Context: an optimization exercise on an open-source flow, tuned for small area, a short achievable clock period and few clock cycles per item. The choices shown serve that exercise and are no tape-out recipe.
Only simulation tests tie the RTL to the original design; equivalence was not proved.
No activity file was given, so power comes from the tool's default toggle rates.

<file path="flow/config.mk">
export PLATFORM = sky130hd
export DESIGN_NAME = fpcvt
export DESIGN_NICKNAME = fpcvt
export VERILOG_FILES = /design/flow/design.v
export SDC_FILE = /design/flow/constraint.sdc
export NUM_CORES = 4
export LEC_CHECK = 0
export CAP_MARGIN = 20
export CORE_MARGIN = 2
export CORE_UTILIZATION = 40
export SLEW_MARGIN = 20
</file>
<file path="flow/constraint.sdc">
create_clock -name core_clock -period 17.0 [get_ports {clk}]
set_input_delay 3.4000 -clock core_clock [delete_from_list [all_inputs] [get_ports {clk}]]
set_output_delay 3.4000 -clock core_clock [all_outputs]
set_load 0.01 [all_outputs]
</file>
<file path="flow/design.v">
module fpcvt (
    input  wire        clk,
    input  wire        rst,
    input  wire        in_valid,
    output wire        in_ready,
    input  wire [31:0] x,
    input  wire [3:0]  fmt,
    input  wire        ovf_ieee,
    input  wire        tern,
    output reg         out_valid,
    output reg  [31:0] y,
    output reg         flag_ovf,
    output reg         flag_nan
);
    assign in_ready = 1'b1;
    reg        v1;
    reg [31:0] x1;
    reg [3:0]  fmt1;
    reg        opt1;
    always @(posedge clk) begin
        if (rst) v1 <= 1'b0;
        else     v1 <= in_valid;
        x1   <= x;
        fmt1 <= fmt;
        opt1 <= fmt[3] ? tern : ovf_ieee;
    end
    wire        s    = x1[31];
    wire [7:0]  ex   = x1[30:23];
    wire [22:0] mx   = x1[22:0];
    wire        exz  = ~|ex;
    wire        exo  = &ex;
    wire        mxz  = ~|mx;
    wire f_fp32 = fmt1 == 4'h0;
    wire f_bf16 = fmt1 == 4'h1;
    wire f_fp16 = fmt1 == 4'h2;
    wire f_e4m3 = fmt1 == 4'h3;
    wire f_e5m2 = fmt1 == 4'h4;
    wire f_e3m2 = fmt1 == 4'h5;
    wire f_e2m3 = fmt1 == 4'h6;
    wire f_e2m1 = fmt1 == 4'h7;
    wire f_i32  = fmt1 == 4'h8;
    wire f_i16  = fmt1 == 4'h9;
    wire f_i8   = fmt1 == 4'hA;
    wire f_u8   = fmt1 == 4'hB;
    wire f_i4   = fmt1 == 4'hC;
    wire f_i2   = fmt1 == 4'hD;
    wire f_bin  = fmt1 == 4'hE;
    wire isint1 = fmt1[3];
    wire [5:0] c1 = f_fp16 ? 6'd6 : f_e4m3 ? 6'd21 : f_e5m2 ? 6'd14 : f_e3m2 ? 6'd26 :
                    f_e2m3 ? 6'd27 : f_e2m1 ? 6'd29 : 6'd30;
    wire [5:0] c2 = f_fp32 ? 6'd8   : f_bf16 ? 6'd24  : f_fp16 ? 6'd21  : (f_e4m3 | f_e2m3) ? 6'd28 :
                    (f_e5m2 | f_e3m2) ? 6'd29 : 6'd30;
    wire       fnorm = f_fp32 | f_bf16 |
                       ((f_fp16 | f_e5m2) & (ex >= 8'd113)) | (f_e4m3 & (ex >= 8'd121)) |
                       (f_e3m2 & (ex >= 8'd125)) | ((f_e2m3 | f_e2m1) & (ex >= 8'd127));
    wire       tsat  = (f_fp16 & (ex <= 8'd70)) | (f_e4m3 & (ex <= 8'd85)) | (f_e5m2 & (ex <= 8'd78)) |
                       (f_e3m2 & (ex <= 8'd90)) | (f_e2m3 & (ex <= 8'd91)) | (f_e2m1 & (ex <= 8'd93)) |
                       (isint1 & (ex <= 8'd94));
    wire [5:0] diff  = c1 - ex[5:0];
    wire [5:0] t     = fnorm ? c2 : (diff | {6{tsat}});
    wire [7:0] ehi =
          ({8{f_fp32 | f_bf16}} & ex)
        | ({8{fnorm & (f_fp16 | f_e5m2)}} & {3'd0, ~ex[4], ex[3:0]})
        | ({8{fnorm & f_e4m3}} & {4'd0, ~ex[3], ex[2:0]})
        | ({8{fnorm & f_e3m2}} & {5'd0, ~ex[2], ex[1:0]})
        | ({8{fnorm & (f_e2m3 | f_e2m1)}} & {6'd0, ~ex[1], ex[0]})
        | {7'd0, ~fnorm};
    wire [38:0] w     = {ehi, mx, 8'd0};
    wire [39:0] shv   = {w, 1'b0} >> t;
    reg  [22:0] smask;
    integer k;
    always @(*)
        for (k = 0; k < 23; k = k + 1)
            smask[k] = (t > k + 9);
    wire neg1 = isint1 & s;
    wire ipos_a = (f_i32 & (ex >= 8'd158)) | (f_i16 & (ex >= 8'd142)) | (f_i8 & (ex >= 8'd134)) |
                  (f_u8 & (ex >= 8'd135)) | (f_i4 & (ex >= 8'd130)) | (f_i2 & (ex >= 8'd128));
    wire ineg_a = (f_i32 & (ex >= 8'd159)) | (f_i16 & (ex >= 8'd143)) | (f_i8 & (ex >= 8'd135)) |
                  (f_u8 & (ex >= 8'd127)) | (f_i4 & (ex >= 8'd131)) |
                  (f_i2 & (opt1 ? (ex >= 8'd128) : (ex >= 8'd129)));
    wire ineg_c = (f_i32 & (ex == 8'd158)) | (f_i16 & (ex == 8'd142)) | (f_i8 & (ex == 8'd134)) |
                  f_u8 | (f_i4 & (ex == 8'd130)) |
                  (f_i2 & (opt1 ? (ex == 8'd127) : (ex == 8'd128)));
    wire fbig   = ((f_fp16 | f_e5m2) & (ex > 8'd142)) | (f_e4m3 & (ex > 8'd135)) |
                  (f_e3m2 & (ex > 8'd131)) | ((f_e2m3 | f_e2m1) & (ex > 8'd129));
    wire f_oa   = (fbig & ~exo) | (f_e4m3 & (ex == 8'd135) & (&mx[22:20]));
    wire f_oc   = (f_bf16 & (ex == 8'd254) & (&mx[22:16])) |
                  (f_fp16 & (ex == 8'd142) & (&mx[22:13])) |
                  (f_e5m2 & (ex == 8'd142) & (&mx[22:21])) |
                  (f_e4m3 & (ex == 8'd135) & (mx[22:20] == 3'b110)) |
                  (f_e3m2 & (ex == 8'd131) & (&mx[22:21])) |
                  (f_e2m3 & (ex == 8'd129) & (&mx[22:20])) |
                  (f_e2m1 & (ex == 8'd129) & mx[22]);
    wire bpos   = ~s & ~(exo & ~mxz) & ~(exz & mxz);
    wire oa1    = f_bin ? bpos : isint1 ? (s ? ineg_a : ipos_a) : f_oa;
    wire oc1    = isint1 ? (s ? ineg_c : 1'b1) : f_oc;
    reg        v2;
    reg [31:0] ain;
    reg        guard, stk;
    reg        s2, nan2, inf2, oa2, oc2, opt2;
    reg [3:0]  fmt2;
    always @(posedge clk) begin
        if (rst) v2 <= 1'b0;
        else     v2 <= v1;
        ain   <= shv[32:1] ^ {32{neg1}};
        guard <= shv[0];
        stk   <= |(mx & smask);
        s2    <= s;
        nan2  <= exo & ~mxz;
        inf2  <= exo & mxz;
        oa2   <= oa1;
        oc2   <= oc1;
        opt2  <= opt1;
        fmt2  <= fmt1;
    end
    wire g_fp32 = fmt2 == 4'h0;
    wire g_bf16 = fmt2 == 4'h1;
    wire g_fp16 = fmt2 == 4'h2;
    wire g_e4m3 = fmt2 == 4'h3;
    wire g_e5m2 = fmt2 == 4'h4;
    wire g_e3m2 = fmt2 == 4'h5;
    wire g_e2m3 = fmt2 == 4'h6;
    wire g_e2m1 = fmt2 == 4'h7;
    wire g_i32  = fmt2 == 4'h8;
    wire g_i16  = fmt2 == 4'h9;
    wire g_i8   = fmt2 == 4'hA;
    wire g_u8   = fmt2 == 4'hB;
    wire g_i4   = fmt2 == 4'hC;
    wire g_i2   = fmt2 == 4'hD;
    wire g_bin  = fmt2 == 4'hE;
    wire isint  = fmt2[3];
    wire neg    = isint & s2;
    wire        up    = guard & (stk | (ain[0] ^ neg));
    wire        cin   = up ^ neg;
    wire [31:0] r     = ain + {31'd0, cin};
    wire lb = (g_i32 & (&ain[30:0])) | (g_i16 & (&ain[14:0])) | (g_i8 & (&ain[6:0])) |
              (g_u8 & (s2 | (&ain[7:0]))) | (g_i4 & (&ain[2:0])) |
              (g_i2 & ((s2 & opt2) | ain[0])) | ~isint;
    wire ovf  = oa2 | (neg ? (oc2 & (~lb | up)) : (oc2 & up & lb));
    wire [31:0] wmask = g_fp32 | g_i32 ? 32'hFFFFFFFF :
                        (g_bf16 | g_fp16 | g_i16) ? 32'h0000FFFF :
                        (g_e4m3 | g_e5m2 | g_i8 | g_u8) ? 32'h000000FF :
                        (g_e3m2 | g_e2m3) ? 32'h0000003F :
                        (g_e2m1 | g_i4) ? 32'h0000000F :
                        g_i2 ? 32'h00000003 : 32'h00000001;
    wire [31:0] wtop  = wmask ^ {1'b0, wmask[31:1]};    
    wire fhasinf = g_fp32 | g_bf16 | g_fp16 | g_e5m2;
    wire fhasnan = fhasinf | g_e4m3;
    wire selr = ~nan2 & ~inf2 & ~ovf & ~g_bin;
    wire [31:0] fnan = g_fp32 ? 32'h7FC00000 : g_bf16 ? 32'h7FC0 : g_fp16 ? 32'h7E00 :
                       g_e5m2 ? 32'h7E : g_e4m3 ? 32'h7F : 32'd0;
    wire [31:0] finf = g_fp32 ? 32'h7F800000 : (g_bf16 ? 32'h7F80 : 32'd0) | (g_fp16 ? 32'h7C00 : 32'd0) |
                       (g_e5m2 ? 32'h7C : 32'd0);
    wire [31:0] fmax = g_fp32 ? 32'h7F7FFFFF : g_bf16 ? 32'h7F7F : g_fp16 ? 32'h7BFF :
                       g_e5m2 ? 32'h7B : g_e4m3 ? 32'h7E : (g_e3m2 | g_e2m3) ? 32'h1F : 32'h7;
    wire useinf = fhasinf & (inf2 | opt2);
    wire [31:0] fcon = nan2 ? fnan : ((useinf ? finf : fmax) | (wtop & {32{s2}}));
    wire [31:0] icon = nan2 ? 32'd0 :
                       s2 ? (g_u8 ? 32'd0 : (g_i2 & opt2) ? 32'h3 : wtop) :
                            (g_u8 ? 32'hFF : {1'b0, wmask[31:1]});
    wire [31:0] ccon = g_bin ? {31'd0, oa2} : isint ? icon : fcon;
    wire [31:0] res   = selr ? ((r & wmask) | (wtop & {32{s2 & ~isint}})) : ccon;
    wire        r_nan = nan2 & ~(fhasnan & ~isint);
    wire        r_ovf = ~nan2 & ~g_bin & ((inf2 & ~isint) ? ~fhasinf : ovf);
    always @(posedge clk) begin
        if (rst) out_valid <= 1'b0;
        else     out_valid <= v2;
        y        <= res;
        flag_ovf <= r_ovf;
        flag_nan <= r_nan;
    end
endmodule
</file>
<file path="flow/flow/run.sh">
#!/bin/bash
# The standard layout, with the ports buffered by a plain buffer
# (sky130_fd_sc_hd__buf_2) instead of the delay buffer buffer_ports
# picks by default. Everything else is the standard.sh unchanged.
set -euo pipefail
export BUFFER_PORTS_ARGS="-buffer_cell sky130_fd_sc_hd__buf_2"
bash standard.sh > standard.log 2>&1
</file>
<file path="flow/standard.sh">
#!/bin/bash
# synth_recipe.tcl (not shown) runs the flow's synth.tcl, then flattens the netlist and writes it again
# the make line also repeats each setting of config.mk as NAME=value (left out here)
make -C /OpenROAD-flow-scripts/flow DESIGN_CONFIG=/design/flow/config.mk WORK_HOME=/design/flow/orfs CLKGATE_MAP_FILE= SYNTH_SCRIPT=/design/flow/synth_recipe.tcl "${@:-finish}"
</file>
==> results.json, run 1 <==
{
  "syn_nets": 1056,
  "die-width_um": 144,
  "synth_compound_area_share_pct": 24.4,
  "syn_avg_cell_area_um2": 7.81,
  "clkPwrFrac_pct": 35.1,
  "grt_max_degree": 41,
  "outcome": "timing/DRC/antenna clean",
  "max-vdd-ir-drop_v": 0.0000835,
  "htreeDepth": 4,
  "clock_path_buffers": 2,
  "worst_slew_pin_slew_ns": 0.924,
  "hpwlAfterDp_um": 18000,
  "ys_types": 91,
  "worstSetupStartpointType": "flop",
  "critPathArrivalTime_ns": 5.09,
  "end_kind": "flop",
  "synth_edf_count": 0,
  "drive_above_1_share_pct": 14.2,
  "share_seq_of_total_power_pct": 35.1,
  "fin_util_pct": 45.8,
  "wl_per_cell_um": 19.3,
  "grtUsageTotal_pct": 24.6,
  "synth.area.mux_share_pct": 6.53,
  "worstSetupStartpoint": "fmt1[1]$_DFF_P_",
  "reg2reg_depth": 15,
  "hold_viol_final": 0,
  "clkSlewWorstSetupHoldPaths_ns": 0.06,
  "fin_skew_ns": 0.0105,
  "async_flop_share_pct": 0,
  "synthAdderAreaFrac_pct": 1.50,
  "power.density_nw_per_um2": 114,
  "grt_use_met1_pct": 32.8,
  "p_leak_uw": 0.00342,
  "overflow": 0,
  "min_period_over_period_pct": 28.2,
  "port_buffers": 75,
  "timing.rr.end": "ain[9]$_DFF_P_",
  "diodes": 0,
  "synthTopCellsByArea": "dfxtp_1 (30%), o21ai_0 (5.4%), mux2i_1 (4.7%)",
  "max_slew_margin_pct": 38.3,
  "synth_area_leader_cell": "dfxtp_1",
  "yosysWarnings": 1,
  "combPwrFrac_pct": 29.8,
  "cts_tree": "built",
  "coreArea_um2": 19400,
  "maxCapViolCount": 0,
  "grt_setup_unrepaired": "false",
  "synth-simple-area-share_pct": 23.9,
  "ant_nets": 0,
  "rows": 51,
  "crit_required_ns": 17.30,
  "setup_violations": 0,
  "drc": 0,
  "grt_pass1_wl_um": 40000,
  "drtPass1Iterations": 7,
  "cts_hold_buffers": 0,
  "swShare_pct": 37.0,
  "hp-class": "flop to flop",
  "synth_top_family_by_area": "compound AO/OA/AOI/OAI gates",
  "slew_viol_final": 0,
  "synth_xor_area_share_pct": 7.69,
  "ys_seq_area_share_pct": 30.1,
  "vias": 8073,
  "start_util_pct": 40.5,
  "cp-endpoint": "ain[9]$_DFF_P_",
  "clock-root-buffer": "clkbuf_16",
  "syn_inst": 1007,
  "area_delta_synth_final_pct": 13.1,
  "antenna_found_initial": 0,
  "grt_pass1_vias": 7272,
  "insertion_delay_ns": 0.43,
  "gp_congestion": 0.960,
  "reg2reg_slack_ns": 12.20,
  "ys.flop_type": "dfxtp_1",
  "cts_buffers": 17,
  "post_cts_resized": 0,
  "dieArea_um2": 20800,
  "timing.rr.start": "fmt1[1]$_DFF_P_",
  "wirelength_um": 25400,
  "gr-max-usage-layer": "met2",
  "vias_per_cell": 6.12,
  "post_cts_buffers": 0,
  "grt.met2_usage_pct": 38.0,
  "synth_area_um2": 7860,
  "switchingPower_uw": 374,
  "synth_seq_cells": 118,
  "clock.fmax_mhz": 208,
  "clock-sinks": 118,
  "die_h_um": 144,
  "path_class": "flop to flop",
  "io-pin-count": 77,
  "crit_path_max_fanout": 39,
  "nets": 1090,
  "synth_top_area_share_pct": 30.1,
  "drtIter0Drc": 1070,
  "internal_power_uw": 637,
  "met3_usage_pct": 5.89,
  "finalSetupTns_ns": 0,
  "post-route-min-period_ns": 4.80
}
per-stage QoR:
stage / hold WS (ns) / worst slack, ns / instance area (um^2) / cells / power [uW]
5_1_grt: 0.446 / 11.83 / 8890 / 1319 / 1060
3_5_place_dp: 0.421 / 12.33 / 8320 / 1287 / 653
4_1_cts: 0.430 / 12.28 / 8890 / 1319 / 1010
6_report: 0.426 / 12.20 / 8890 / 1319 / 1010
3_3_place_gp: 0.415 / 12.41 / 8320 / 1287 / 653
2_1_floorplan: 0.351 / 13.12 / 7860 / 1007 / 567
state kept, by name (all words and copies together) (netlist names):
signal	count
ain	32
flag_ovf	1
v2	1
opt2	1
guard	1
opt1	1
inf2	1
y	32
x1	32
oc2	1
v1	1
fmt2	4
oa2	1
out_valid	1
nan2	1
stk	1
flag_nan	1
s2	1
fmt1	4
how the worst min path moves through the flow:
stage	start	slack, ns	cells past startpoint	end
global route	opt1$_DFF_P_	0.45	0	opt2$_DFF_P_
detailed placement	opt1$_DFF_P_	0.42	0	opt2$_DFF_P_
global placement	opt1$_DFF_P_	0.41	0	opt2$_DFF_P_
finish	opt1$_DFF_P_	0.43	0	opt2$_DFF_P_
floorplan	fmt1[0]$_DFF_P_	0.35	0	fmt2[0]$_DFF_P_
CTS	opt1$_DFF_P_	0.43	0	opt2$_DFF_P_
cell type report:
cell class / instances / area [um^2]
repair buffers: 89 / 480
clock inverters: 14 / 141
inverters: 27 / 101
flip-flops and latches: 118 / 2360
clock buffers: 18 / 429
multi-input cells: 788 / 5040
fillers: 1995 / 10500
well taps: 265 / 332
routing by layer:
| layer | part of all wire [%] | vias up |
|---|---|---|
| met5 | 0 | - |
| met4 | 4.0 | 0 |
| met3 | 9.3 | 93 |
| met2 | 44 | 470 |
| met1 | 43 | 3707 |
| li1 | - | 3803 |
kinds of logic (layout without fill, tap and decap cells):
kind of cell,Yosys count,count (layout)
AND/OR/NAND/NOR,368,368
other,1,1
buffers and inverters,101,148
multiplexers,49,49
adder cells (fa/ha/maj),9,9
XOR/XNOR,69,69
flip-flops,118,118
AO/OA/AOI/OAI,292,292
power by group through the flow:
| stage | Combinational [uW] | Clock, uW | Sequential [uW] |
|---|---|---|---|
| 2_1_floorplan | 217 | 0 | 350 |
| 3_5_place_dp | 293 | 0 | 360 |
| 5_1_grt | 328 | 375 | 360 |
| 4_1_cts | 295 | 361 | 354 |
| 6_report | 302 | 355 | 355 |
| 3_3_place_gp | 293 | 0 | 360 |
layout by cell type, fill, tap and decap left out, drive strengths merged, types with 4 or more instances in the layout:
cell,n
o31ai,5
and4,5
nand2,94
a31oi,20
mux2i,40
a211oi,14
a2bb2oi,4
nand4,30
o211ai,11
buf,89
or3,6
mux2,9
xor2,36
inv,35
o22ai,9
xnor2,33
dfxtp,118
or4,4
nand3,39
nand2b,7
a21boi,5
o21ai,86
nor2b,10
a21oi,58
and2,14
and3,9
a22oi,17
ha,7
a22o,4
o221ai,5
clkinv,5
nor2,81
clkbuf,18
a221oi,4
o31a,5
nor3,35
nor4,18
critical path: stages, from the launching register on:
cell and delay (ns):
dfxtp_1 0.77, nand2b_1 0.33, nor3_1 0.42, nand2b_1 0.18, ha_1 0.17, inv_1 0.06, fa_1 0.39, xnor2_1 0.35
nand4_4 0.20, nand2_1 0.12, buf_4 0.40, mux2_2 0.41, a221oi_2 0.34, mux2i_1 0.13, a222oi_1 0.29, xor2_1 0.11
synth_stat cells (all sizes together), types with 10 or more instances:
master / count
a21oi: 58
nor2: 81
nand3: 39
dfxtp: 118
nor2b: 10
and2: 14
xor2: 36
a211oi: 14
inv: 27
a31oi: 20
mux2i: 40
nand4: 30
a22oi: 17
clkbuf: 45
nor3: 35
xnor2: 33
o211ai: 11
nor4: 18
o21ai: 86
buf: 29
nand2: 94
Testbench counts, summed over its fixed seeds: cycles 24,024, items 24,000.
==> run 2: changes to the inputs <==
--- a/flow/config.mk
+++ b/flow/config.mk
@@ -8,4 +8,5 @@
 export CAP_MARGIN = 20
 export CORE_MARGIN = 2
 export CORE_UTILIZATION = 40
+export CTS_BUF_LIST = sky130_fd_sc_hd__clkbuf_8
 export SLEW_MARGIN = 20
==> run 2 against run 1 <==
  * Still clean
  * Hold slack better by 0.015 ns
  * Register-to-register slack better by 0.02 ns
  * Global-route usage is 0.077 points higher
  * Via count is 0.83% lower
  * Final cell count stayed put
  * Clock power is 28% lower
  * Area after synthesis stayed put
  * Clock skew is 0.0067 ns higher
  * Fmax is 0.31% higher
  * Non-clock buffer count stayed put
  * Worst setup slack better by 0.015 ns
  * Largest cell class unchanged
==> results.json, run 2 <==
{
  "outcome": "timing/DRC/antenna clean",
  "ant_nets": 0,
  "reg_top3": "ain (32), x1 (32), y (32)",
  "cts_tree": "built",
  "synth_seq_cells": 118,
  "yosysWarnings": 1,
  "internal_power_uw": 551,
  "diodes": 0,
  "syn_avg_cell_area_um2": 7.81,
  "die_h_um": 144,
  "path_class": "flop to flop",
  "htreeDepth": 4,
  "grt_pass1_wl_um": 40000,
  "cts_buffers": 17,
  "vias_per_cell": 6.07,
  "min_period_over_period_pct": 28.1,
  "hold_depth": 0,
  "reg2reg_depth": 15,
  "syn_nets": 1056,
  "hold_path_startpoint": "opt1$_DFF_P_",
  "coreArea_um2": 19400,
  "p_leak_uw": 0.00334,
  "vias": 8006,
  "timing.rr.start": "fmt1[1]$_DFF_P_",
  "drtPass1Iterations": 6,
  "nets": 1090,
  "critical-path-top-delay-family": "simple AND/OR/NAND/NOR gates",
  "ys_types": 91,
  "slowest_stage": "dfxtp_1",
  "cts_hold_buffers": 0,
  "port_buffers": 75,
  "holdPathEnd": "opt2$_DFF_P_",
  "synth_area_leader_cell": "dfxtp_1",
  "hpwlAfterDp_um": 18000,
  "clock-sinks": 118,
  "critPathArrivalTime_ns": 5.17,
  "combPwrFrac_pct": 33.0,
  "end_kind": "flop",
  "synth_top_area_share_pct": 30.1,
  "post_cts_resized": 0,
  "synth_area_um2": 7860,
  "grt_setup_unrepaired": "false",
  "start_util_pct": 40.5,
  "slew_viol_final": 0,
  "die-width_um": 144,
  "hp-class": "flop to flop",
  "crit_path_max_fanout": 39,
  "drc": 0,
  "grt_max_degree": 41,
  "power.density_nw_per_um2": 105,
  "swShare_pct": 39.7,
  "clkPwrFrac_pct": 28.2,
  "drive_above_1_share_pct": 14.2,
  "crit_chain": "nand2b_1, nor3_1, nand2b_1, ha_1, inv_1, fa_1, xnor2_1, nand4_4, nand2_1, buf_4, mux2_2, a221oi_2, mux2i_1, a222oi_1, xor2_1",
  "grt_pass1_vias": 7179,
  "hold_viol_final": 0,
  "setup_violations": 0,
  "max-vdd-ir-drop_v": 0.0000583,
  "p_total_uw": 913,
  "timing.rr.end": "ain[9]$_DFF_P_",
  "ys.flop_type": "dfxtp_1",
  "rows": 51,
  "share_seq_of_total_power_pct": 38.8,
  "crit_path_max_incr_delay_ns": 0.79,
  "worst_slew_pin_slew_ns": 0.945,
  "maxCapViolCount": 0,
  "area_delta_synth_final_pct": 10.7,
  "fillCellCount": 2031,
  "cpMostUsedCell": "nand2b_1",
  "antenna_found_initial": 1,
  "syn_inst": 1007,
  "clock-root-buffer": "clkbuf_8",
  "clock.fmax_mhz": 209,
  "layout_commonest_cell": "dfxtp_1",
  "fin_skew_ns": 0.0172,
  "fin_util_pct": 44.8,
  "synthTopCellsByArea": "dfxtp_1 (30%), o21ai_0 (5.4%), mux2i_1 (4.7%)",
  "switchingPower_uw": 363,
  "synth_most_common_cell": "dfxtp_1",
  "most-common-layout-cells": "dfxtp_1 (118), nand2_1 (93), o21ai_0 (85), nor2_1 (80), buf_2 (75)",
  "synth_edf_count": 0,
  "synth_commonest_cells": "dfxtp_1 (118), nand2_1 (93), o21ai_0 (85)",
  "insertion_delay_ns": 0.46,
  "finalSetupTns_ns": 0,
  "post_cts_buffers": 0,
  "clkSlewWorstSetupHoldPaths_ns": 0.08,
  "grtUsageTotal_pct": 24.7,
  "clock_path_buffers": 2,
  "dieArea_um2": 20800,
  "wirelength_um": 25300,
  "post-route-min-period_ns": 4.78,
  "worst-path-buf-inv": 2,
  "crit_required_ns": 17.39,
  "io-pin-count": 77,
  "drtIter0Drc": 1115,
  "async_flop_share_pct": 0,
  "wl_per_cell_um": 19.2,
  "worstSetupStartpointType": "flop",
  "ys_seq_area_share_pct": 30.1,
  "overflow": 0,
  "max_slew_margin_pct": 36.9,
  "gp_congestion": 0.960,
  "reg2reg_slack_ns": 12.22
}
-- run 2: how the worst max path moves through the flow --
stage                     from        endpoint  slack [ns]  depth (start not counted)
2_1_floorplan  fmt1[3]$_DFF_P_  ain[1]$_DFF_P_       13.12                         16
3_3_place_gp   fmt1[1]$_DFF_P_  ain[9]$_DFF_P_       12.41                         15
3_5_place_dp   fmt1[1]$_DFF_P_  ain[9]$_DFF_P_       12.33                         15
4_1_cts        fmt1[1]$_DFF_P_  ain[9]$_DFF_P_       12.27                         15
5_1_grt        fmt1[1]$_DFF_P_  ain[9]$_DFF_P_       11.85                         15
6_report       fmt1[1]$_DFF_P_  ain[9]$_DFF_P_       12.22                         15
-- run 2: cells by family after synthesis --
family	after synthesis	share of synthesized area (%)
flops	118	30.1
fa+ha+maj	9	1.50
simple gates	368	23.9
buf+inv	101	5.89
other cells	1	0.0477
xor+xnor	69	7.69
compound gates	292	24.4
mux	49	6.53
-- run 2: layout make-up --
cell class              instances  area [um^2]  area share, %
multi-input cells             788         5040           58.0
flip-flops and latches        118         2360           27.2
repair buffers                 89          480           5.52
well taps                     265          332           3.81
clock buffers                  17          234           2.69
clock inverters                15          145           1.67
inverters                      27          101           1.17
-- run 2: metal layers --
layer / vias up / global-route usage [%] / wire length, um
met3: 70 / 5.89 / 2220
met4: 0 / 11.2 / 845
met5: - / 0 / 0
met1: 3715 / 33.0 / 11000
li1: 3784 / - / -
met2: 437 / 37.8 / 11300
-- run 2: power by group through the flow --
| stage | Combinational, uW | Clock (uW) | Sequential (uW) |
|---|---|---|---|
| 5_1_grt | 327 | 278 | 360 |
| 3_3_place_gp | 293 | 0 | 360 |
| 6_report | 301 | 257 | 354 |
| 3_5_place_dp | 293 | 0 | 360 |
| 4_1_cts | 295 | 264 | 353 |
| 2_1_floorplan | 217 | 0 | 350 |
-- run 2: through the flow --
step | cells | area, um^2 | setup slack [ns] | hold slack, ns
finish | 1319 | 8700 | 12.22 | 0.441
global placement | 1287 | 8320 | 12.41 | 0.415
global route | 1319 | 8700 | 11.85 | 0.450
floorplan | 1007 | 7860 | 13.12 | 0.351
CTS | 1319 | 8700 | 12.27 | 0.433
detailed placement | 1287 | 8320 | 12.33 | 0.421
==> run 3: changes to the inputs <==
==> flow/flow/run.sh (replaced) <==
#!/bin/bash
set -euo pipefail
export BUFFER_PORTS_ARGS="-buffer_cell sky130_fd_sc_hd__buf_2"
export SETUP_SLACK_MARGIN=13.0
bash standard.sh > standard.log 2>&1
==> run 3 against run 2 <==
  * Critical path depth fell by 14
  * Worst setup slack improved by 0.48 ns
  * Hold slack got worse by 0.0046 ns
  * Register-to-register slack improved by 0.90 ns
  * Sequential power barely moved
  * Area after synthesis did not move
  * Power rose by 2.0%
  * Wire length rose by 1.7%
==> results.json, run 3 <==
{
  "outcome": "timing/DRC/antenna clean",
  "setup_violations": 0,
  "vias": 8144,
  "hp-class": "flop to flop",
  "insertion_delay_ns": 0.47,
  "finalSetupTns_ns": 0,
  "htreeDepth": 4,
  "grt_max_degree": 41,
  "syn_nets": 1056,
  "cts_hold_buffers": 0,
  "slowest_stage": "dfxtp_1",
  "async_flop_share_pct": 0,
  "wirelength_um": 25800,
  "die-width_um": 144,
  "ys_types": 91,
  "critical-path-top-delay-family": "flip-flops",
  "slew_viol_final": 0,
  "drc": 0,
  "io-pin-count": 77,
  "synth_area_leader_cell": "dfxtp_1",
  "hold_viol_final": 0,
  "start_util_pct": 40.5,
  "p_leak_uw": 0.00343,
  "hpwlAfterDp_um": 18000,
  "grt_pass1_wl_um": 39900,
  "gp_congestion": 0.960,
  "cts_tree": "built",
  "pre_cts_ws_ns": 12.33,
  "p_total_uw": 931,
  "coreArea_um2": 19400,
  "ys.flop_type": "dfxtp_1",
  "diodes": 0,
  "cts_buffers": 17,
  "crit_path_max_incr_delay_ns": 0.31,
  "fin_ws_ns": 12.70,
  "layout_commonest_cell": "dfxtp_1",
  "synth_edf_count": 0,
  "synth_top_area_share_pct": 30.1,
  "ys_seq_area_share_pct": 30.1,
  "clock-sinks": 118,
  "fin_skew_ns": 0.0173,
  "antenna_found_initial": 0,
  "fin_util_pct": 46.4,
  "synth_area_um2": 7860,
  "port_buffers": 75,
  "end_kind": "output pin",
  "critPathArrivalTime_ns": 0.90,
  "vias_per_cell": 6.15,
  "clock_path_buffers": 2,
  "path_class": "flop to output pin",
  "syn_avg_cell_area_um2": 7.81,
  "synthTopCellsByArea": "dfxtp_1 (30%), o21ai_0 (5.4%), mux2i_1 (4.7%)",
  "reg_top3": "ain (32), x1 (32), y (32)",
  "crit_required_ns": 13.60,
  "drtIter0Drc": 1114,
  "worst_slew_pin_slew_ns": 0.804,
  "most-common-layout-cells": "dfxtp_1 (93), nand2_1 (92), o21ai_0 (84), nor2_1 (80), buf_2 (62)",
  "clkSlewWorstSetupHoldPaths_ns": 0.09,
  "maxCapViolCount": 0,
  "synth_most_common_cell": "dfxtp_1",
  "fin_hold_ws_ns": 0.437,
  "worstSetupStartpointType": "flop",
  "synth_seq_cells": 118,
  "dieArea_um2": 20800,
  "clock.fmax_mhz": 232,
  "drive_above_1_share_pct": 18.5,
  "rows": 51,
  "syn_inst": 1007,
  "die_h_um": 144,
  "area_delta_synth_final_pct": 14.6,
  "max-vdd-ir-drop_v": 0.0000588,
  "yosysWarnings": 1,
  "max_slew_margin_pct": 46.1,
  "grt_pass1_vias": 7194,
  "post-route-min-period_ns": 4.30,
  "crit_path_max_fanout": 1,
  "synth_commonest_cells": "dfxtp_1 (118), nand2_1 (93), o21ai_0 (85)",
  "crit_chain": "buf_2",
  "worst-path-buf-inv": 1,
  "nets": 1095,
  "grt_setup_unrepaired": "true",
  "min_period_over_period_pct": 25.3,
  "ant_nets": 0,
  "clock-root-buffer": "clkbuf_8",
  "power.density_nw_per_um2": 103,
  "wl_per_cell_um": 19.5,
  "overflow": 0,
  "drtPass1Iterations": 8,
  "grtUsageTotal_pct": 24.7
}
-- run 3: cell counts after synthesis --
Identical to the previous run, type by type.
-- run 3: repair_timing --
action,CTS,global route
resized for setup,20,56
gates cloned,0,1
setup buffers,0,4
pin swaps,0,4
setup endpoints to repair,69,72
-- run 3: worst paths after layout --
check	cells after the start	endpoint	slack (ns)	start
setup / recovery	1	y[1]	12.70	y[1]$_DFF_P_
hold / removal	0	opt2$_DFF_P_	0.44	opt1$_DFF_P_
setup reg to reg	12	ain[13]$_DFF_P_	13.12	x1[25]$_DFF_P_
hold reg to reg	0	opt2$_DFF_P_	0.44	opt1$_DFF_P_
-- run 3: per-layer routing --
layer / wire (um) / share of wire [%] / up-vias / track usage [%]
met5: 0 / 0 / - / 0
li1: - / - / 3817 / -
met4: 894 / 3.5 / 0 / 10.8
met2: 11500 / 45 / 466 / 38.0
met3: 2280 / 8.8 / 77 / 5.46
met1: 11100 / 43 / 3784 / 33.2
-- run 3: through the flow --
stage	cell area [um^2]	std cells
after CTS	8750	1319
after global routing	9010	1324
after detailed placement	8320	1287
after global placement	8320	1287
after floorplan	7860	1007
final	9010	1324
-- run 3: cells by family (layout without fill, tap and decap cells) --
logic type / count (synthesis) / after routing / synth area share (%)
AOI/OAI and AO/OA: 292 / 292 / 24.4
xor gates and xnor gates: 69 / 69 / 7.69
adders and majority gates: 9 / 9 / 1.50
DFF: 118 / 118 / 30.1
muxes: 49 / 49 / 6.53
other: 1 / 1 / 0.0477
and+or+nand+nor: 368 / 368 / 23.9
buffers and inverters: 101 / 153 / 5.89
-- run 3: area by class of cell --
class / instances / area (um^2)
Clock inverter: 15 / 145
Clock buffer: 17 / 234
Inverter: 27 / 101
Sequential cell: 118 / 2400
Fill cell: 1992 / 10400
Multi-Input combinational cell: 788 / 5160
Tap cell: 265 / 332
Timing Repair Buffer: 94 / 637
-- run 3: power by group --
group | internal (uW) | leakage, uW | switching (uW)
clock | 120 | 0.000201 | 137
combinational | 128 | 0.00224 | 191
sequential | 316 | 0.000991 | 40.5
total | 563 | 0.00343 | 368
==> run 4: changes to the inputs <==
==> flow/flow/run.sh (replaced) <==
#!/bin/bash
set -euo pipefail
export BUFFER_PORTS_ARGS="-buffer_cell sky130_fd_sc_hd__buf_2"
export SETUP_SLACK_MARGIN=12.6
bash standard.sh > standard.log 2>&1
==> run 4 against run 3 <==
  * Area after synthesis did not move
  * Utilization is 1.4 points lower
  * Register-to-register slack worse by 0.30 ns
  * Critical path type unchanged
  * Die area stayed put
  * Sequential share of layout area up 0.52 points
  * Highest routed layer unchanged
  * Power fell by 1.7%
  * Synthesized cell count unchanged
  * Largest cell class unchanged
  * Sequential cell count stayed put
  * Still clean
  * Final cell count decreased by 0.30%
  * First-iteration DRC count is 5.5% lower
==> results.json, run 4 <==
{
  "outcome": "timing/DRC/antenna clean",
  "grtUsageTotal_pct": 24.7,
  "wl_per_cell_um": 19.2,
  "clock-root-buffer": "clkbuf_8",
  "overflow": 0,
  "power.density_nw_per_um2": 105,
  "grt_setup_unrepaired": "false",
  "grt_use_met1_pct": 33.0,
  "layout_commonest_cell": "dfxtp_1",
  "end_kind": "output pin",
  "drc": 0,
  "synth_top_area_share_pct": 30.1,
  "ys_seq_area_share_pct": 30.1,
  "met3_usage_pct": 5.89,
  "cts_tree": "built",
  "hold_viol_final": 0,
  "worst-path-buf-inv": 1,
  "drtIter0Drc": 1053,
  "coreArea_um2": 19400,
  "postLayoutCellArea_um2": 8740,
  "crit_chain": "buf_2",
  "antenna_found_initial": 1,
  "grt.met2_usage_pct": 37.7,
  "clock-sinks": 118,
  "io-pin-count": 77,
  "area_delta_synth_final_pct": 11.3,
  "reg_top3": "ain (32), x1 (32), y (32)",
  "wirelength_um": 25300,
  "rows": 51,
  "synth_area_um2": 7860,
  "post-route-min-period_ns": 4.30,
  "slowest_stage": "dfxtp_1",
  "setup_violations": 0,
  "finalSetupTns_ns": 0,
  "crit_required_ns": 13.60,
  "p_leak_uw": 0.00335,
  "place_area_um2": 8320,
  "synth_edf_count": 0,
  "drive_above_1_share_pct": 15.5,
  "worstSetupStartpointType": "flop",
  "path_class": "flop to output pin",
  "maxCapViolCount": 0,
  "dieArea_um2": 20800,
  "hp-class": "flop to flop",
  "ant_nets": 0,
  "drtPass1Iterations": 7,
  "syn_avg_cell_area_um2": 7.81,
  "max-vdd-ir-drop_v": 0.0000589,
  "critical-path-top-delay-family": "flip-flops",
  "vias": 8020,
  "slew_viol_final": 0,
  "gp_congestion": 0.960,
  "critPathArrivalTime_ns": 0.90,
  "syn_nets": 1056,
  "crit_path_max_fanout": 1,
  "die_h_um": 144,
  "fillCellCount": 2020,
  "most-common-layout-cells": "dfxtp_1 (109), nand2_1 (93), o21ai_0 (85), nor2_1 (80), buf_2 (75)",
  "grt_pass1_vias": 7187,
  "worst_slew_pin_slew_ns": 0.855,
  "ys.flop_type": "dfxtp_1",
  "synth_most_common_cell": "dfxtp_1",
  "synth_commonest_cells": "dfxtp_1 (118), nand2_1 (93), o21ai_0 (85)",
  "syn_inst": 1007,
  "grt_max_degree": 41,
  "post_cts_buffers": 0,
  "ys_types": 91,
  "async_flop_share_pct": 0,
  "die-width_um": 144,
  "synthTopCellsByArea": "dfxtp_1 (30%), o21ai_0 (5.4%), mux2i_1 (4.7%)",
  "port_buffers": 75,
  "yosysWarnings": 1,
  "crit_path_max_incr_delay_ns": 0.32,
  "max_slew_margin_pct": 42.6,
  "synth_area_leader_cell": "dfxtp_1",
  "insertion_delay_ns": 0.47,
  "grt_pass1_wl_um": 39900,
  "vias_per_cell": 6.08,
  "fin_skew_ns": 0.0188,
  "min_period_over_period_pct": 25.3,
  "clkSlewWorstSetupHoldPaths_ns": 0.08,
  "nets": 1090,
  "clock.fmax_mhz": 232,
  "cts_buffers": 17,
  "htreeDepth": 4,
  "start_util_pct": 40.5,
  "clock_path_buffers": 2,
  "hpwlAfterDp_um": 18000,
  "synth_seq_cells": 118,
  "gr-max-usage-layer": "met2"
}
[run 4: cell count changes in the layout (fill, tap and decap cells not counted), sizes merged]
cell    previous run  this run
diode              0         1
buf               93        89
clkbuf            18        17
[run 4: repair_timing]
item,CTS,global route
setup endpoints to repair,25,31
gates resized for setup,3,15
hold buffers,0,0
[run 4: stage by stage]
stage,power [uW],util (%),worst slack [ns],hold WS (ns),instances
after global routing,967,45.1,12.60,0.450,1319
after detailed placement,653,42.9,12.33,0.421,1287
final,915,45.1,12.70,0.435,1320
after floorplan,567,-,13.12,0.351,1007
after CTS,912,44.9,12.61,0.433,1319
after global placement,653,42.9,12.41,0.415,1287
[run 4: metal layers]
metal  routed length (um)  vias up
li1                     -     3789
met1                10900     3667
met2                11300      469
met3                 2190       95
met4                  940        0
met5                    0        -
[run 4: path summary, 6_finish.rpt]
| kind | startpoint | end | slack, ns | depth (start not counted) |
|---|---|---|---|---|
| worst max-delay path | y[23]$_DFF_P_ | y[23] | 12.70 | 1 |
| worst min register to register | opt1$_DFF_P_ | opt2$_DFF_P_ | 0.43 | 0 |
| worst min-delay path | opt1$_DFF_P_ | opt2$_DFF_P_ | 0.43 | 0 |
| worst max register to register | x1[30]$_DFF_P_ | ain[14]$_DFF_P_ | 12.82 | 12 |
[run 4: power breakdown]
| group | internal (uW) | switching [uW] |
|---|---|---|
| logic | 117 | 186 |
| registers | 315 | 39.3 |
| clock network | 120 | 138 |
[run 4: area by class of cell]
cell class / instances / area (um^2) / area share (%)
diodes: 1 / 2.50 / 0.0286
clock buffers: 17 / 234 / 2.68
clock inverters: 15 / 145 / 1.66
inverters: 27 / 101 / 1.16
multi-input cells: 788 / 5070 / 57.9
flip-flops and latches: 118 / 2380 / 27.2
well taps: 265 / 332 / 3.79
repair buffers: 89 / 484 / 5.54
[run 4: cell families (layout without fill, tap and decap cells)]
group                      count (synthesis)  after routing  share of synthesized area, %
DFF                                      118            118                          30.1
and+or+nand+nor                          368            368                          23.9
muxes                                     49             49                          6.53
AOI/OAI and AO/OA                        292            292                          24.4
xor gates and xnor gates                  69             69                          7.69
buffers and inverters                    101            148                          5.89
adders and majority gates                  9              9                          1.50
other                                      1              2                        0.0477
==> run 5: changes to the inputs <==
--- a/flow/config.mk
+++ b/flow/config.mk
@@ -7,6 +7,7 @@
 export LEC_CHECK = 0
 export CAP_MARGIN = 20
 export CORE_MARGIN = 2
-export CORE_UTILIZATION = 40
+export CORE_UTILIZATION = 55
 export CTS_BUF_LIST = sky130_fd_sc_hd__clkbuf_8
+export CTS_CLUSTER_SIZE = 30
 export SLEW_MARGIN = 20
==> run 5 against run 4 <==
  * Design area down 0.80%
  * Still clean
  * Final cell count down 6.7%
  * Clock power is 7.8% higher
==> results.json, run 5 <==
{
  "crit_path_max_incr_delay_ns": 0.32,
  "synth_area_leader_cell": "dfxtp_1",
  "synth_edf_count": 0,
  "wirelength_um": 24100,
  "grtUsageTotal_pct": 32.3,
  "grt_setup_unrepaired": "true",
  "worst-path-buf-inv": 1,
  "power.density_nw_per_um2": 107,
  "hp-class": "flop to flop",
  "grt_pass1_wl_um": 38300,
  "finalSetupTns_ns": 0,
  "overflow": 0,
  "drtPass1Iterations": 6,
  "nets": 1088,
  "outcome": "timing/DRC/antenna clean",
  "cts_buffers": 17,
  "synth_seq_cells": 118,
  "die-width_um": 124,
  "drc": 0,
  "ant_nets": 0,
  "critical-path-top-delay-family": "flip-flops",
  "ys_types": 91,
  "slew_viol_final": 0,
  "clkSlewWorstSetupHoldPaths_ns": 0.08,
  "synth_most_common_cell": "dfxtp_1",
  "switchingPower_uw": 363,
  "start_util_pct": 56.4,
  "synth_commonest_cells": "dfxtp_1 (118), nand2_1 (93), o21ai_0 (85)",
  "gp_congestion": 0.989,
  "end_kind": "output pin",
  "synth_top_area_share_pct": 30.1,
  "ys.flop_type": "dfxtp_1",
  "post_cts_buffers": 0,
  "diodes": 0,
  "p_leak_uw": 0.00335,
  "fin_util_pct": 62.3,
  "fin_hold_ws_ns": 0.410,
  "slowest_stage": "dfxtp_1",
  "postLayoutCellArea_um2": 8670,
  "worst_slew_pin_slew_ns": 0.862,
  "swShare_pct": 39.0,
  "hpwlAfterDp_um": 17300,
  "crit_path_max_fanout": 1,
  "worstSetupStartpointType": "flop",
  "combPwrFrac_pct": 32.0,
  "drive_above_1_share_pct": 15.7,
  "clock-root-buffer": "clkbuf_8",
  "path_class": "flop to output pin",
  "cts_tree": "built",
  "synth_area_um2": 7860,
  "syn_inst": 1007,
  "max_slew_margin_pct": 42.4,
  "clkPwrFrac_pct": 29.8,
  "drtIter0Drc": 1134,
  "post-route-min-period_ns": 4.31,
  "max-vdd-ir-drop_v": 0.0000564,
  "p_total_uw": 932,
  "vias": 8078,
  "synthTopCellsByArea": "dfxtp_1 (30%), o21ai_0 (5.4%), mux2i_1 (4.7%)",
  "min_period_over_period_pct": 25.3,
  "critPathArrivalTime_ns": 0.91,
  "dieArea_um2": 15300,
  "syn_avg_cell_area_um2": 7.81,
  "clock.fmax_mhz": 232,
  "clock_path_buffers": 2,
  "place_area_um2": 8200,
  "fin_skew_ns": 0.0311,
  "io-pin-count": 77,
  "crit_required_ns": 13.60,
  "most-common-layout-cells": "dfxtp_1 (109), nand2_1 (92), o21ai_0 (84), nor2_1 (80), buf_2 (75)",
  "grt_pass1_vias": 7162,
  "htreeDepth": 4,
  "insertion_delay_ns": 0.49,
  "coreArea_um2": 13900,
  "cts_hold_buffers": 0,
  "reg_top3": "ain (32), x1 (32), y (32)",
  "ys_seq_area_share_pct": 30.1,
  "layout_commonest_cell": "dfxtp_1",
  "port_buffers": 75,
  "fillCellCount": 1324,
  "crit_chain": "buf_2",
  "multi_input_area_um2": 5090,
  "clock-sinks": 118,
  "rows": 43,
  "die_h_um": 124,
  "syn_nets": 1056,
  "regArea_um2": 2380,
  "internal_power_uw": 569,
  "vias_per_cell": 6.56,
  "grt_max_degree": 41,
  "area_delta_synth_final_pct": 10.4,
  "hold_viol_final": 0,
  "yosysWarnings": 1,
  "wl_per_cell_um": 19.6,
  "maxCapViolCount": 0,
  "async_flop_share_pct": 0,
  "share_seq_of_total_power_pct": 38.2,
  "antenna_found_initial": 0,
  "setup_violations": 0
}
-- run 5: through the flow --
step	cells	setup slack, ns
floorplan	1007	13.12
global placement	1200	12.09
detailed placement	1200	11.85
CTS	1232	12.57
global route	1232	12.57
finish	1232	12.69
-- run 5: final timing paths --
check	from	end	slack (ns)	depth (start not counted)
setup reg to reg	fmt1[3]$_DFF_P_	ain[4]$_DFF_P_	12.80	11
hold reg to reg	opt1$_DFF_P_	opt2$_DFF_P_	0.41	0
hold / removal	opt1$_DFF_P_	opt2$_DFF_P_	0.41	0
setup / recovery	y[4]$_DFF_P_	y[4]	12.69	1
-- run 5: routing by layer --
layer  GRT usage, %  share of wire, %  up-vias  routed length [um]
li1               -                 -     3810                   -
met1           43.2                42     3722               10100
met3           6.37               8.8       81                2120
met4           15.3               4.3        0                1030
met2           50.0                45      465               10800
met5              0                 0        -                   0
-- run 5: cell families (layout without fill, tap and decap cells) --
group	count (synthesis)	count (layout)	share of synthesized area, %
AND/OR/NAND/NOR	368	368	23.9
flip-flops	118	118	30.1
AO/OA/AOI/OAI	292	292	24.4
multiplexers	49	49	6.53
XOR/XNOR	69	69	7.69
adder cells (fa/ha/maj)	9	9	1.50
buffers and inverters	101	146	5.89
other	1	1	0.0477
-- run 5: layout make-up --
type / instances / share of cell area [%]
multi-input combinational: 788 / 58.6
clock buffer: 17 / 2.70
tap: 180 / 2.60
inverter: 27 / 1.17
clock inverter: 15 / 2.09
sequential: 118 / 27.4
timing repair buffer: 87 / 5.41
-- run 5: power by group through the flow --
stage | clock network [uW] | logic (uW) | registers, uW
floorplan | 0 | 217 | 350
global placement | 0 | 289 | 361
detailed placement | 0 | 289 | 361
CTS | 280 | 290 | 355
global route | 294 | 323 | 361
finish | 278 | 299 | 356
-- run 5: what timing repair did --
item | 4_1_cts | 5_1_grt
gates cloned | 0 | 0
gates resized for setup | 7 | 16
endpoints found under the setup margin | 32 | 32
==> run 6: changes to the inputs <==
--- a/flow/config.mk
+++ b/flow/config.mk
@@ -7,7 +7,8 @@
 export LEC_CHECK = 0
 export CAP_MARGIN = 20
 export CORE_MARGIN = 2
-export CORE_UTILIZATION = 55
+export CORE_UTILIZATION = 40
 export CTS_BUF_LIST = sky130_fd_sc_hd__clkbuf_8
-export CTS_CLUSTER_SIZE = 30
+export CTS_CLUSTER_DIAMETER = 200
+export CTS_CLUSTER_SIZE = 40
 export SLEW_MARGIN = 20
==> run 6 against run 5 <==
  * Still clean
  * Synthesized cell count unchanged
  * Sequential cell count unchanged
  * Die area increased by 36%
  * Critical path depth unchanged
  * Sequential share of layout area decreased by 0.19 points
  * Area after synthesis unchanged
  * Wire length increased by 5.0%
  * Non-clock buffer count increased by 2
  * Hold slack improved by 0.025 ns
  * Highest routed layer unchanged
==> results.json, run 6 <==
{
  "path_class": "flop to output pin",
  "critical-path-top-delay-family": "flip-flops",
  "start_util_pct": 40.5,
  "cts_buffers": 17,
  "overflow": 0,
  "coreArea_um2": 19400,
  "vias": 8020,
  "crit_path_max_fanout": 1,
  "fin_skew_ns": 0.0188,
  "ant_nets": 0,
  "reg_top3": "ain (32), x1 (32), y (32)",
  "internal_power_uw": 551,
  "share_seq_of_total_power_pct": 38.8,
  "regArea_um2": 2380,
  "cts_tree": "built",
  "end_kind": "output pin",
  "grt_pass1_vias": 7187,
  "wl_per_cell_um": 19.2,
  "worst_slew_pin_slew_ns": 0.855,
  "grt_pass1_wl_um": 39900,
  "place_area_um2": 8320,
  "antenna_found_initial": 1,
  "hp-class": "flop to flop",
  "cts_hold_buffers": 0,
  "insertion_delay_ns": 0.47,
  "gp_congestion": 0.960,
  "clock-sinks": 118,
  "crit_required_ns": 13.60,
  "power.density_nw_per_um2": 105,
  "fin_hold_ws_ns": 0.435,
  "fillCellCount": 2020,
  "synth_seq_cells": 118,
  "drtIter0Drc": 1053,
  "nets": 1090,
  "finalSetupTns_ns": 0,
  "post-route-min-period_ns": 4.30,
  "max_slew_margin_pct": 42.6,
  "area_delta_synth_final_pct": 11.3,
  "htreeDepth": 4,
  "wirelength_um": 25300,
  "critPathArrivalTime_ns": 0.90,
  "yosysWarnings": 1,
  "max-vdd-ir-drop_v": 0.0000589,
  "clkPwrFrac_pct": 28.2,
  "async_flop_share_pct": 0,
  "die_h_um": 144,
  "io-pin-count": 77,
  "drive_above_1_share_pct": 15.5,
  "min_period_over_period_pct": 25.3,
  "grtUsageTotal_pct": 24.7,
  "setup_violations": 0,
  "drc": 0,
  "crit_chain": "buf_2",
  "multi_input_area_um2": 5070,
  "combPwrFrac_pct": 33.1,
  "crit_path_max_incr_delay_ns": 0.32,
  "hold_viol_final": 0,
  "syn_nets": 1056,
  "clock-root-buffer": "clkbuf_8",
  "clkSlewWorstSetupHoldPaths_ns": 0.08,
  "most-common-layout-cells": "dfxtp_1 (109), nand2_1 (93), o21ai_0 (85), nor2_1 (80), buf_2 (75)",
  "synth_most_common_cell": "dfxtp_1",
  "synth_edf_count": 0,
  "dieArea_um2": 20800,
  "ys_seq_area_share_pct": 30.1,
  "grt_max_degree": 41,
  "worst-path-buf-inv": 1,
  "drtPass1Iterations": 7,
  "slew_viol_final": 0,
  "outcome": "timing/DRC/antenna clean",
  "switchingPower_uw": 363,
  "die-width_um": 144,
  "maxCapViolCount": 0,
  "ys.flop_type": "dfxtp_1",
  "p_leak_uw": 0.00335,
  "synth_commonest_cells": "dfxtp_1 (118), nand2_1 (93), o21ai_0 (85)",
  "port_buffers": 75,
  "clock.fmax_mhz": 232,
  "ys_types": 91,
  "synth_top_area_share_pct": 30.1,
  "synth_area_um2": 7860,
  "swShare_pct": 39.7,
  "hpwlAfterDp_um": 18000,
  "vias_per_cell": 6.08,
  "clock_path_buffers": 2,
  "layout_commonest_cell": "dfxtp_1",
  "rows": 51,
  "worstSetupStartpointType": "flop",
  "post_cts_buffers": 0,
  "postLayoutCellArea_um2": 8740,
  "slowest_stage": "dfxtp_1",
  "grt_setup_unrepaired": "false",
  "synthTopCellsByArea": "dfxtp_1 (30%), o21ai_0 (5.4%), mux2i_1 (4.7%)",
  "syn_inst": 1007,
  "syn_avg_cell_area_um2": 7.81,
  "synth_area_leader_cell": "dfxtp_1"
}
[run 6: layout make-up]
cell class | count | area share [%]
timing repair buffer | 89 | 5.54
antenna | 1 | 0.0286
tap | 265 | 3.79
clock buffer | 17 | 2.68
sequential | 118 | 27.2
clock inverter | 15 | 1.66
inverter | 27 | 1.16
multi-input combinational | 788 | 57.9
[run 6: timing repair]
item                       CTS  global route
resized for setup            3            15
pin swaps                    0             0
cloned                       0             0
setup endpoints to repair   25            31
[run 6: per-layer routing]
| layer | track usage [%] | up-vias | share of wire, % |
|---|---|---|---|
| met5 | 0 | - | 0 |
| met4 | 11.3 | 0 | 3.7 |
| met3 | 5.89 | 95 | 8.7 |
| met2 | 37.7 | 469 | 44 |
| met1 | 33.0 | 3667 | 43 |
| li1 | - | 3789 | - |
[run 6: cell families (layout without fill, tap and decap cells)]
group	after synthesis	in the layout	synth area share, %
compound gates	292	292	24.4
xor+xnor	69	69	7.69
fa+ha+maj	9	9	1.50
buf+inv	101	148	5.89
flops	118	118	30.1
mux	49	49	6.53
other cells	1	2	0.0477
simple gates	368	368	23.9
[run 6: final timing paths]
path,from,to,slack (ns),cells after the start
worst max-delay path,y[23]$_DFF_P_,y[23],12.70,1
worst min-delay path,opt1$_DFF_P_,opt2$_DFF_P_,0.43,0
worst max register to register,x1[30]$_DFF_P_,ain[14]$_DFF_P_,12.82,12
worst min register to register,opt1$_DFF_P_,opt2$_DFF_P_,0.43,0
[run 6: power groups by stage]
| stage | Combinational [uW] | Clock (uW) | Sequential (uW) |
|---|---|---|---|
| after floorplan | 217 | 0 | 350 |
| after global placement | 293 | 0 | 360 |
| after detailed placement | 293 | 0 | 360 |
| after CTS | 295 | 264 | 353 |
| after global routing | 329 | 278 | 360 |
| final | 303 | 258 | 355 |
[run 6: metrics by stage]
| step | utilization [%] | instances | power [uW] | worst slack, ns |
|---|---|---|---|---|
| after floorplan | - | 1007 | 567 | 13.12 |
| after global placement | 42.9 | 1287 | 653 | 12.41 |
| final | 45.1 | 1320 | 915 | 12.70 |
| after CTS | 44.9 | 1319 | 912 | 12.61 |
| after global routing | 45.1 | 1319 | 967 | 12.60 |
| after detailed placement | 42.9 | 1287 | 653 | 12.33 |
==> run 7: changes to the inputs <==
==> flow/config.mk (replaced) <==
export PLATFORM = sky130hd
export DESIGN_NAME = fpcvt
export DESIGN_NICKNAME = fpcvt
export VERILOG_FILES = /design/flow/design.v
export SDC_FILE = /design/flow/constraint.sdc
export NUM_CORES = 4
export LEC_CHECK = 0
export CAP_MARGIN = 0
export CORE_MARGIN = 2
export CORE_UTILIZATION = 40
export CTS_BUF_LIST = sky130_fd_sc_hd__clkbuf_8
export SLEW_MARGIN = 0
==> run 7 against run 6 <==
  * Still clean
  * Sequential power about the same
  * Area after synthesis unchanged
  * Register-to-register slack about the same
  * Clock power about the same
  * First-iteration DRC count unchanged
  * Worst setup slack unchanged
  * Clock skew unchanged
  * Largest cell class unchanged
==> results.json, run 7 <==
{
  "outcome": "timing/DRC/antenna clean",
  "synth_most_common_cell": "dfxtp_1",
  "synth_area_um2": 7860,
  "switchingPower_uw": 363,
  "grt_pass1_wl_um": 39900,
  "synth_area_leader_cell": "dfxtp_1",
  "start_util_pct": 40.5,
  "htreeDepth": 4,
  "insertion_delay_ns": 0.47,
  "worst_slew_pin_slew_ns": 0.855,
  "end_kind": "output pin",
  "clock-root-buffer": "clkbuf_8",
  "layout_commonest_cell": "dfxtp_1",
  "synthTopCellsByArea": "dfxtp_1 (30%), o21ai_0 (5.4%), mux2i_1 (4.7%)",
  "fin_cells": 1320,
  "internal_power_uw": 551,
  "dp.cells": 1287,
  "slew_viol_final": 0,
  "worst-path-buf-inv": 1,
  "wirelength_um": 25300,
  "clock-sinks": 118,
  "clock_path_buffers": 2,
  "finalSetupTns_ns": 0,
  "reg2reg_depth": 12,
  "multi_input_area_um2": 5070,
  "crit_required_ns": 13.60,
  "path_depth": 1,
  "max-vdd-ir-drop_v": 0.0000589,
  "swShare_pct": 39.7,
  "drc": 0,
  "drtIter0Drc": 1053,
  "max_slew_margin_pct": 42.6,
  "post_cts_buffers": 0,
  "place_area_um2": 8320,
  "crit_path_max_fanout": 1,
  "clkSlewWorstSetupHoldPaths_ns": 0.08,
  "drive_above_1_share_pct": 15.5,
  "reg2reg_slack_ns": 12.82,
  "synth_top_area_share_pct": 30.1,
  "critical-path-top-delay-family": "flip-flops",
  "share_seq_of_total_power_pct": 38.8,
  "combPwrFrac_pct": 33.1,
  "vias_per_cell": 6.08,
  "coreArea_um2": 19400,
  "crit_path_max_incr_delay_ns": 0.32,
  "path_class": "flop to output pin",
  "fin_hold_ws_ns": 0.435,
  "grt_max_degree": 41,
  "syn_avg_cell_area_um2": 7.81,
  "min_period_over_period_pct": 25.3,
  "grtUsageTotal_pct": 24.7,
  "wl_per_cell_um": 19.2,
  "ys.flop_type": "dfxtp_1",
  "grt_setup_unrepaired": "false",
  "cts_hold_buffers": 0,
  "synth_edf_count": 0,
  "pre_cts_ws_ns": 12.33,
  "p_leak_uw": 0.00335,
  "overflow": 0,
  "cts_buffers": 17,
  "nets": 1090,
  "yosysWarnings": 1,
  "crit_chain": "buf_2",
  "drtPass1Iterations": 7,
  "maxCapViolCount": 0,
  "critPathArrivalTime_ns": 0.90,
  "io-pin-count": 77,
  "area_delta_synth_final_pct": 11.3,
  "syn_nets": 1056,
  "synth_commonest_cells": "dfxtp_1 (118), nand2_1 (93), o21ai_0 (85)",
  "hold_viol_final": 0,
  "reg_top3": "ain (32), x1 (32), y (32)",
  "ys_seq_area_share_pct": 30.1,
  "die_h_um": 144,
  "vias": 8020,
  "cts_tree": "built",
  "hp-class": "flop to flop",
  "regArea_um2": 2380,
  "clkPwrFrac_pct": 28.2,
  "setup_violations": 0,
  "power.density_nw_per_um2": 105,
  "async_flop_share_pct": 0,
  "synth_seq_cells": 118,
  "worstSetupStartpointType": "flop",
  "postLayoutCellArea_um2": 8740,
  "die-width_um": 144,
  "hold_depth": 0,
  "gp_congestion": 0.960,
  "rows": 51,
  "hpwlAfterDp_um": 18000,
  "ys_types": 91,
  "port_buffers": 75,
  "clock.fmax_mhz": 232,
  "ant_nets": 0,
  "fin_skew_ns": 0.0188,
  "most-common-layout-cells": "dfxtp_1 (109), nand2_1 (93), o21ai_0 (85), nor2_1 (80), buf_2 (75)",
  "antenna_found_initial": 1,
  "dieArea_um2": 20800,
  "fin_ws_ns": 12.70,
  "post-route-min-period_ns": 4.30,
  "fillCellCount": 2020,
  "slowest_stage": "dfxtp_1",
  "syn_inst": 1007,
  "grt_pass1_vias": 7187
}
## run 7: stage by stage
step	util (%)	power, uW
after floorplan	-	567
after global placement	42.9	653
after detailed placement	42.9	653
after CTS	44.9	912
after global routing	45.1	967
final	45.1	915
## run 7: final timing paths
kind / end / startpoint
worst max-delay path: y[23] / y[23]$_DFF_P_
worst min-delay path: opt2$_DFF_P_ / opt1$_DFF_P_
worst max register to register: ain[14]$_DFF_P_ / x1[30]$_DFF_P_
worst min register to register: opt2$_DFF_P_ / opt1$_DFF_P_
## run 7: per-layer routing
metal  global-route usage [%]  share of wire [%]  vias to the layer above
met4                     11.3                3.7                        0
met5                        0                  0                        -
li1                         -                  -                     3789
met2                     37.7                 44                      469
met3                     5.89                8.7                       95
met1                     33.0                 43                     3667
## run 7: area by class of cell
cell class              count  share of cell area (%)
clock buffers              17                    2.68
multi-input cells         788                    57.9
well taps                 265                    3.79
clock inverters            15                    1.66
inverters                  27                    1.16
diodes                      1                  0.0286
flip-flops and latches    118                    27.2
repair buffers             89                    5.54
## run 7: power groups by stage
stage               registers (uW)  clock network [uW]  logic, uW
floorplan                      350                   0        217
global placement               360                   0        293
detailed placement             360                   0        293
CTS                            353                 264        295
global route                   360                 278        329
finish                         355                 258        303
## run 7: logic make-up (layout without fill, tap and decap cells)
| logic type | Yosys count | in the layout | synth area share, % |
|---|---|---|---|
| flops | 118 | 118 | 30.1 |
| mux | 49 | 49 | 6.53 |
| xor+xnor | 69 | 69 | 7.69 |
| other cells | 1 | 2 | 0.0477 |
| compound gates | 292 | 292 | 24.4 |
| simple gates | 368 | 368 | 23.9 |
| buf+inv | 101 | 148 | 5.89 |
| fa+ha+maj | 9 | 9 | 1.50 |
## run 7: what timing repair did
| item | in CTS | in global routing |
|---|---|---|
| endpoints found under the setup margin | 25 | 31 |
| cloned | 0 | 0 |
| resized for setup | 3 | 15 |
==> run 8: changes to the inputs <==
==> flow/flow/run.sh (replaced) <==
#!/bin/bash
set -euo pipefail
export BUFFER_PORTS_ARGS="-buffer_cell sky130_fd_sc_hd__buf_2"
export SETUP_SLACK_MARGIN=12.6
export CTS_ARGS="-sink_clustering_enable -repair_clock_nets -root_buf sky130_fd_sc_hd__clkbuf_16 -buf_list sky130_fd_sc_hd__clkbuf_8 -dont_use_dummy_load"
bash standard.sh > standard.log 2>&1
--- a/flow/config.mk
+++ b/flow/config.mk
@@ -5,8 +5,8 @@
 export SDC_FILE = /design/flow/constraint.sdc
 export NUM_CORES = 4
 export LEC_CHECK = 0
-export CAP_MARGIN = 0
+export CAP_MARGIN = 20
 export CORE_MARGIN = 2
 export CORE_UTILIZATION = 40
 export CTS_BUF_LIST = sky130_fd_sc_hd__clkbuf_8
-export SLEW_MARGIN = 0
+export SLEW_MARGIN = 20
==> run 8 against run 7 <==
  * Still clean on timing, DRC and antenna
  * Utilization shrank 0.70 points
  * Fmax grew 2.0%
  * Sequential power is essentially flat
  * Wire length shrank 0.23%
  * Clock skew grew 0.016 ns
  * Count of clock-buffer cells in the layout is the same
  * Die area is the same
  * Combinational power is essentially flat
  * Design area shrank 1.6%
  * Sequential share of layout area grew 0.43 points
  * Critical path depth is the same
==> results.json, run 8 <==
{
  "insertion_delay_ns": 0.38,
  "worstSetupStartpointType": "flop",
  "antenna_found_initial": 0,
  "syn_avg_cell_area_um2": 7.81,
  "io-pin-count": 77,
  "slowest_stage": "dfxtp_1",
  "post_cts_buffers": 0,
  "min_period_over_period_pct": 24.8,
  "worst-path-buf-inv": 1,
  "grt_max_degree": 41,
  "maxCapViolCount": 0,
  "outcome": "timing/DRC/antenna clean",
  "hold_viol_final": 0,
  "ys_seq_area_share_pct": 30.1,
  "drtIter0Drc": 1043,
  "setup_violations": 0,
  "most-common-layout-cells": "dfxtp_1 (109), nand2_1 (93), o21ai_0 (85), nor2_1 (80), buf_2 (75)",
  "diodes": 0,
  "crit_chain": "buf_2",
  "area_delta_synth_final_pct": 9.52,
  "overflow": 0,
  "cts_tree": "built",
  "synth_seq_cells": 118,
  "synthTopCellsByArea": "dfxtp_1 (30%), o21ai_0 (5.4%), mux2i_1 (4.7%)",
  "clkSlewWorstSetupHoldPaths_ns": 0.08,
  "path_class": "flop to output pin",
  "htreeDepth": 4,
  "reg2reg_depth": 12,
  "coreArea_um2": 19400,
  "vias_per_cell": 6.12,
  "ys.flop_type": "dfxtp_1",
  "rows": 51,
  "gp_congestion": 0.960,
  "synth_area_leader_cell": "dfxtp_1",
  "slew_viol_final": 0,
  "post-route-min-period_ns": 4.22,
  "drive_above_1_share_pct": 14.3,
  "vias": 7979,
  "dp.cells": 1287,
  "clock-root-buffer": "clkbuf_16",
  "hp-class": "flop to flop",
  "fin_skew_ns": 0.0351,
  "power.density_nw_per_um2": 99.1,
  "port_buffers": 75,
  "critPathArrivalTime_ns": 0.82,
  "worst_slew_pin_slew_ns": 0.866,
  "path_depth": 1,
  "max_slew_margin_pct": 41.9,
  "crit_path_max_fanout": 1,
  "hold_depth": 1,
  "cts_hold_buffers": 0,
  "start_util_pct": 40.5,
  "wirelength_um": 25300,
  "syn_inst": 1007,
  "drtPass1Iterations": 5,
  "ys_types": 91,
  "fin_ws_ns": 12.78,
  "hpwlAfterDp_um": 18000,
  "synth_most_common_cell": "dfxtp_1",
  "die-width_um": 144,
  "end_kind": "output pin",
  "fin_cells": 1304,
  "synth_area_um2": 7860,
  "crit_path_max_incr_delay_ns": 0.32,
  "dieArea_um2": 20800,
  "die_h_um": 144,
  "syn_nets": 1056,
  "nets": 1090,
  "grt_pass1_vias": 7147,
  "fin_hold_ws_ns": 0.427,
  "yosysWarnings": 1,
  "drc": 0,
  "synth_edf_count": 0,
  "synth_top_area_share_pct": 30.1,
  "layout_commonest_cell": "dfxtp_1",
  "wl_per_cell_um": 19.4,
  "crit_required_ns": 13.60,
  "synth_commonest_cells": "dfxtp_1 (118), nand2_1 (93), o21ai_0 (85)",
  "critical-path-top-delay-family": "flip-flops",
  "ant_nets": 0,
  "grt_pass1_wl_um": 39800,
  "grt_setup_unrepaired": "false",
  "p_leak_uw": 0.00328,
  "max-vdd-ir-drop_v": 0.0000653,
  "async_flop_share_pct": 0,
  "finalSetupTns_ns": 0,
  "grtUsageTotal_pct": 24.5,
  "clock_path_buffers": 2,
  "cts_buffers": 17,
  "reg_top3": "ain (32), x1 (32), y (32)",
  "clock.fmax_mhz": 237,
  "pre_cts_ws_ns": 12.33,
  "clock-sinks": 118
}
==> run 8: cell type report <==
class,count,area [um^2]
clock buffers,17,245
fillers,2029,10800
inverters,27,101
multi-input cells,788,5070
flip-flops and latches,118,2380
well taps,265,332
repair buffers,89,484
==> run 8: repair_timing <==
item / CTS / global route
cloned: 0 / 0
setup endpoints to repair: 23 / 28
resized for setup: 2 / 15
==> run 8: worst paths after layout <==
kind,slack (ns),to,startpoint
max,12.78,y[23],y[23]$_DFF_P_
min,0.43,out_valid$_SDFF_PP0_,v2$_SDFF_PP0_
max reg2reg,12.83,ain[14]$_DFF_P_,x1[30]$_DFF_P_
min reg2reg,0.43,out_valid$_SDFF_PP0_,v2$_SDFF_PP0_
==> run 8: per-layer routing <==
| layer | global-route usage [%] | wire (um) | part of all wire (%) |
|---|---|---|---|
| met5 | 0 | 0 | 0 |
| met4 | 9.86 | 976 | 3.9 |
| met3 | 5.03 | 2220 | 8.8 |
| met2 | 38.0 | 11100 | 44 |
| met1 | 33.3 | 11000 | 43 |
==> run 8: power breakdown <==
part | switching, uW | internal, uW | leakage (uW)
combinational | 186 | 117 | 0.00216
clock | 102 | 93.8 | 0.000127
sequential | 39.1 | 316 | 0.000986
==> run 8: per-stage QoR <==
step	utilization [%]	cell area (um^2)	power, uW
floorplan	-	7860	567
detailed placement	42.9	8320	653
global route	44.4	8610	903
finish	44.4	8610	853
global placement	42.9	8320	653
CTS	44.2	8570	850
==> run 8: cells by family after synthesis <==
group | after synthesis | share of synthesized area, %
XOR/XNOR | 69 | 7.69
AO/OA/AOI/OAI | 292 | 24.4
other | 1 | 0.0477
adder cells (fa/ha/maj) | 9 | 1.50
AND/OR/NAND/NOR | 368 | 23.9
flip-flops | 118 | 30.1
buffers and inverters | 101 | 5.89
multiplexers | 49 | 6.53
==> run 8: worst register-to-register path, cell delays in order, from the launching register on <==
cell	delay (ns)
dfxtp_2	0.64
and4b_1	0.29
and2_1	0.19
o21ai_0	0.39
and3_1	0.44
a41o_1	0.23
buf_4	0.36
mux2i_1	0.41
a22oi_1	0.18
mux2i_1	0.33
mux2i_1	0.13
a222oi_1	0.31
xor2_1	0.20

[static timing again, ports no longer ideal]
In the flow no input, the clock included, has a driving cell. The finished layouts below were timed again as built, in two steps. Step 1 sets driving cells, clkbuf_16 on the clock port and buf_2 on the other inputs (assumed; they add their load-dependent delay and slew). Step 2 moves the port delays by t, midway between the first and last clock arrival at a register: inputs arrive t later, outputs are due t later. That takes back most of the time a late clock gives input paths. Three values: ideal ports, drivers, drivers and shift; two values: the first two.
run	t (ns)	slack for setup (ns)	worst setup path after step 2	cell pins on the clock port's net
run 1	0.474	12.202 / 12.202 / 12.202	register to register	1
run 2	0.496	12.217 / 12.217 / 12.217	register to register	1
run 3	0.502	12.699 / 12.655 / 13.074	input to register	1
run 4	0.499	12.697 / 12.657 / 12.816	register to register	1
run 5	0.514	12.695 / 12.651 / 12.799	register to register	1
run 6	0.499	12.697 / 12.657 / 12.816	register to register	1
run 7	0.499	12.697 / 12.657 / 12.816	register to register	1
run 8	0.410	12.783 / 12.736 / 12.835	register to register	1
After both steps every run listed still meets setup and hold.
